This design comes from an exercise in tuning for small area and a short achievable clock period on the open sky130 flow, not from production work. Where RTL was checked, it was by simulation tests only, not by an equivalence proof against the original. No activity file was given, so power comes from the tool's default toggle rates.

## raven
Design arb_res, start of the top module:
module arb_res (
    input  wire        clk,
    input  wire        rst,
    input  wire        tick_i,
    input  wire        pause_i,
    input  wire        cmd_valid_i,
    input  wire        cmd_op_i,
    input  wire [5:0]  cmd_id_i,
    input  wire [15:0] cmd_lst_i,
    input  wire        cmd_nodl_i,
    input  wire        cmd_lock_i,
    input  wire        unlock_i,
    output wire        gnt_valid_o,
    output wire [5:0]  gnt_id_o,
    output wire        gnt_lock_o,
    output wire        gnt_miss_o,
    output wire [15:0] gnt_slack_o,
    output wire        locked_o,
    output wire        lock_over_o,
    output wire        lock_reject_o,
    output wire        rewrite_o,
    output wire [6:0]  sat_cnt_o,
    output wire [6:0]  shift_cnt_o,
    output wire [5:0]  ptr_o,
    output wire [15:0] now_o
);
Size: about 11000 cells after synthesis, ~96 I/O pins, about 89000 um2 of cells after synthesis.
export LEC_CHECK = 0
export CAP_MARGIN = 20
export CORE_MARGIN = 2
export CORE_UTILIZATION = 62
export CTS_CLUSTER_DIAMETER = 80
export CTS_CLUSTER_SIZE = 24
export SLEW_MARGIN = 20
export SYNTH_HIERARCHICAL = 1
export TNS_END_PERCENT = 10
create_clock -name core_clock -period 48.0 [get_ports {clk}]
standard.sh (not shown) runs the stock make flow with config.mk's settings and CLKGATE_MAP_FILE= SYNTH_SCRIPT=/design/flow/synth_recipe.tcl, a recipe that flattens the netlist after the stock synthesis.
==> flow/flow/run.sh <==
#!/bin/bash
# Layout flow: the standard ORFS flow (standard.sh) with two changes.
#  1. Synthesis maps the logic with our own ABC scripts instead of ORFS's:
#     the small modules named in flow/speed_modules.txt with abc_speed.script
#     (ORFS's own speed script), everything else with abc_area.script. It is
#     otherwise the standard synthesis (synth_recipe.tcl, with the
#     settings of config.mk), so the registers keep their names and cells.
#  2. Timing repair aims at the setup slack margin in flow/margin.txt (ns), so
#     that the critical paths are sized for a shorter period than the 48 ns
#     clock. The constraints (clock, I/O delays, loads) are the standard flow's.
#  3. The port buffers are buf_2 cells.
# Each tool's output goes to synth.log / layout.log here, and ORFS's own logs
# under orfs/logs.
set -euo pipefail
W=$(pwd)
F=$W/flow
G=$W/flow_gen
mkdir -p "$G"
MARGIN=$(tr -d ' \n' < "$F/margin.txt")
SPEED=$(tr '\n' ' ' < "$F/speed_modules.txt")

sed "s|log_cmd abc {\*}\$abc_args|log_cmd abc -script $F/abc_speed.script {*}[lrange \$abc_args 2 end] $SPEED\n  log_cmd abc -script $F/abc_area.script {*}[lrange \$abc_args 2 end]|" \
    "$FLOW_HOME/scripts/synth.tcl" > "$G/synth.tcl"
grep -q "abc -script $F/abc_area.script" "$G/synth.tcl"
sed "s|source \$::env(SCRIPTS_DIR)/synth.tcl|source $G/synth.tcl|" synth_recipe.tcl > "$G/synth_recipe.tcl"
grep -q "source $G/synth.tcl" "$G/synth_recipe.tcl"

make -C "$FLOW_HOME" DESIGN_CONFIG="$W/config.mk" WORK_HOME="$W/orfs" CLKGATE_MAP_FILE= \
    SYNTH_SCRIPT="$G/synth_recipe.tcl" synth > "$W/synth.log" 2>&1

# ports get buf_2 buffers (ORFS's buffer_ports otherwise picks a delay cell)
sed "s|\"\${@:-finish}\"|SETUP_SLACK_MARGIN=$MARGIN 'BUFFER_PORTS_ARGS=-buffer_cell sky130_fd_sc_hd__buf_2' \"\${@:-finish}\"|" \
    standard.sh > "$G/standard.sh"
grep -q "SETUP_SLACK_MARGIN=$MARGIN" "$G/standard.sh"
bash "$G/standard.sh" > "$W/layout.log" 2>&1
==> flow/flow/abc_area.script <==
&get -n
&st
&dch -f
&nf -R 1000
&put
==> flow/flow/abc_speed.script <==
&get -n
&st
&dch
&nf
&st
&syn2
&if -g -K 6
&synch2
&nf
&st
&syn2
&if -g -K 6
&synch2
&nf
&st
&syn2
&if -g -K 6
&synch2
&nf
&st
&syn2
&if -g -K 6
&synch2
&nf
&st
&syn2
&if -g -K 6
&synch2
&nf
&put
buffer -c
topo
stime -c
upsize -c
dnsize -c
==> flow/flow/margin.txt <==
24
==> flow/flow/speed_modules.txt <==
arb_ksub
arb_kcmp
arb_out
Setup changes, raven to ember
--- a/flow/flow/run.sh
+++ b/flow/flow/run.sh
@@ -10,3 +10,2 @@
 #     clock. The constraints (clock, I/O delays, loads) are the standard flow's.
-#  3. The port buffers are buf_2 cells.
 # Each tool's output goes to synth.log / layout.log here, and ORFS's own logs
@@ -30,5 +29,3 @@
 
-# ports get buf_2 buffers (ORFS's buffer_ports otherwise picks a delay cell)
-sed "s|\"\${@:-finish}\"|SETUP_SLACK_MARGIN=$MARGIN 'BUFFER_PORTS_ARGS=-buffer_cell sky130_fd_sc_hd__buf_2' \"\${@:-finish}\"|" \
-    standard.sh > "$G/standard.sh"
+sed "s|\"\${@:-finish}\"|SETUP_SLACK_MARGIN=$MARGIN \"\${@:-finish}\"|" standard.sh > "$G/standard.sh"
 grep -q "SETUP_SLACK_MARGIN=$MARGIN" "$G/standard.sh"
==> summary.txt <==
- Fraction of standard cell area in multi-input logic: raven vs ember — no meaningful difference
- Of ember and raven, the run reporting the lower cell area after layout was ember.
- Taking raven as the reference, in ember TritonCTS buffer count saw a decrease; total power -1.9%.
- Delta (ember minus raven): clock power went down by about 3.5%, number of non-clock buffers in the layout lower.

* * *

arb_res, a different RTL version from the one above (not shown whole).
Size: ~96 I/O pins, about 89000 sq um of cells after synthesis.
clock: 48.0 ns
lec_check: 0
cap_margin: 20
core_margin: 2
core_utilization: 60
cts_cluster_diameter: 80
cts_cluster_size: 24
slew_margin: 20
synth_hierarchical: 1
tns_end_percent: 10
==> flow/flow/run.sh <==
#!/bin/bash
# Layout flow: the standard ORFS flow (standard.sh) with two changes.
#  1. Synthesis maps the logic with our own ABC scripts instead of ORFS's:
#     the small modules named in flow/speed_modules.txt with abc_speed.script
#     (ORFS's own speed script), everything else with abc_area.script. It is
#     otherwise the standard synthesis (synth_recipe.tcl, with the
#     settings of config.mk), so the registers keep their names and cells.
#  2. Timing repair aims at the setup slack margins in flow/margin.txt (ns):
#     the first up to clock tree synthesis, the second after it (global
#     route), so that the critical paths are sized for a shorter period than
#     the 48 ns clock. The constraints (clock, I/O delays, loads) are the standard flow's.
#  3. The port buffers are buf_2 cells.
# Each tool's output goes to synth.log / layout_cts.log / layout.log here, and ORFS's own logs
# under orfs/logs.
set -euo pipefail
W=$(pwd)
F=$W/flow
G=$W/flow_gen
mkdir -p "$G"
read -r MARGIN MARGIN2 < "$F/margin.txt"
SPEED=$(tr '\n' ' ' < "$F/speed_modules.txt")

sed "s|log_cmd abc {\*}\$abc_args|log_cmd abc -script $F/abc_speed.script {*}[lrange \$abc_args 2 end] $SPEED\n  log_cmd abc -script $F/abc_area.script {*}[lrange \$abc_args 2 end]|" \
    "$FLOW_HOME/scripts/synth.tcl" > "$G/synth.tcl"
grep -q "abc -script $F/abc_area.script" "$G/synth.tcl"
sed "s|source \$::env(SCRIPTS_DIR)/synth.tcl|source $G/synth.tcl|" synth_recipe.tcl > "$G/synth_recipe.tcl"
grep -q "source $G/synth.tcl" "$G/synth_recipe.tcl"

make -C "$FLOW_HOME" DESIGN_CONFIG="$W/config.mk" WORK_HOME="$W/orfs" CLKGATE_MAP_FILE= \
    SYNTH_SCRIPT="$G/synth_recipe.tcl" synth > "$W/synth.log" 2>&1

# ports get buf_2 buffers (ORFS's buffer_ports otherwise picks a delay cell)
for M in "$MARGIN" "$MARGIN2"; do
    sed "s|\"\${@:-finish}\"|SETUP_SLACK_MARGIN=$M 'BUFFER_PORTS_ARGS=-buffer_cell sky130_fd_sc_hd__buf_2' \"\${@:-finish}\"|" \
        standard.sh > "$G/standard_$M.sh"
    grep -q "SETUP_SLACK_MARGIN=$M" "$G/standard_$M.sh"
done
bash "$G/standard_$MARGIN.sh" cts > "$W/layout_cts.log" 2>&1
bash "$G/standard_$MARGIN2.sh" > "$W/layout.log" 2>&1
==> flow/flow/margin.txt <==
25 20
==> flow/flow/speed_modules.txt <==
arb_ksub
arb_kcmp
arb_out
arb_vsel
arb_pre
Scripts as last shown in full above: flow/flow/abc_area.script, flow/flow/abc_speed.script
Next try:
--- a/flow/flow/run.sh
+++ b/flow/flow/run.sh
@@ -7,8 +7,7 @@
 #     settings of config.mk), so the registers keep their names and cells.
-#  2. Timing repair aims at the setup slack margins in flow/margin.txt (ns):
-#     the first up to clock tree synthesis, the second after it (global
-#     route), so that the critical paths are sized for a shorter period than
-#     the 48 ns clock. The constraints (clock, I/O delays, loads) are the standard flow's.
+#  2. Timing repair aims at the setup slack margin in flow/margin.txt (ns), so
+#     that the critical paths are sized for a shorter period than the 48 ns
+#     clock. The constraints (clock, I/O delays, loads) are the standard flow's.
 #  3. The port buffers are buf_2 cells.
-# Each tool's output goes to synth.log / layout_cts.log / layout.log here, and ORFS's own logs
+# Each tool's output goes to synth.log / layout.log here, and ORFS's own logs
 # under orfs/logs.
@@ -19,3 +18,3 @@
 mkdir -p "$G"
-read -r MARGIN MARGIN2 < "$F/margin.txt"
+MARGIN=$(tr -d ' \n' < "$F/margin.txt")
 SPEED=$(tr '\n' ' ' < "$F/speed_modules.txt")
@@ -32,8 +31,5 @@
 # ports get buf_2 buffers (ORFS's buffer_ports otherwise picks a delay cell)
-for M in "$MARGIN" "$MARGIN2"; do
-    sed "s|\"\${@:-finish}\"|SETUP_SLACK_MARGIN=$M 'BUFFER_PORTS_ARGS=-buffer_cell sky130_fd_sc_hd__buf_2' \"\${@:-finish}\"|" \
-        standard.sh > "$G/standard_$M.sh"
-    grep -q "SETUP_SLACK_MARGIN=$M" "$G/standard_$M.sh"
-done
-bash "$G/standard_$MARGIN.sh" cts > "$W/layout_cts.log" 2>&1
-bash "$G/standard_$MARGIN2.sh" > "$W/layout.log" 2>&1
+sed "s|\"\${@:-finish}\"|SETUP_SLACK_MARGIN=$MARGIN 'BUFFER_PORTS_ARGS=-buffer_cell sky130_fd_sc_hd__buf_2' \"\${@:-finish}\"|" \
+    standard.sh > "$G/standard.sh"
+grep -q "SETUP_SLACK_MARGIN=$MARGIN" "$G/standard.sh"
+bash "$G/standard.sh" > "$W/layout.log" 2>&1
==> flow/flow/margin.txt (replaced) <==
25
=>
- clock-buffer cell count stays the same
- wire length rose by 5.4%
- non-clock buffer count is higher by 155
- die area is unchanged
- via count came out higher by about 4.5%
- core utilization rose by 2.7 points
No run of this note included a check of the RTL's function; only the layout flow was run.

## separate check: timing with driven ports
In the flow no input, the clock included, has a driving cell. The finished layouts below were timed again as built, in two steps.
Step 1, drivers: a clkbuf_16 drives clk and a buf_2 each remaining input, both assumed.
Step 2 times the ports against the registers' clock, not the clock port: input delays grow and output delays shrink by t, the midpoint of the rising clock arrivals with the driver on.
a / b / c = ideal / step 1 / step 2; a / b = the first two.
run	t, ns	slack for setup (ns)	latest minus earliest clock arrival (ns)	worst register clock-pin slew, ns	cell pins on the clock port's net
raven	0.858	23.468 / 23.373 / 23.551	0.062 / 0.062	0.10 / 0.10	1
ember	0.816	23.089 / 23.064 / 23.064	0.055 / 0.054	0.10 / 0.10	1
the first run of note 2	0.851	23.561 / 23.469 / 24.289	0.056 / 0.056	0.10 / 0.10	1
the second run of note 2	0.855	21.746 / 21.654 / 22.510	0.056 / 0.057	0.10 / 0.10	1
After both steps every run listed still meets setup and hold. The setup slack of ember, which loses most, moves by -0.025 ns with the drivers and by -0.025 ns with both steps.
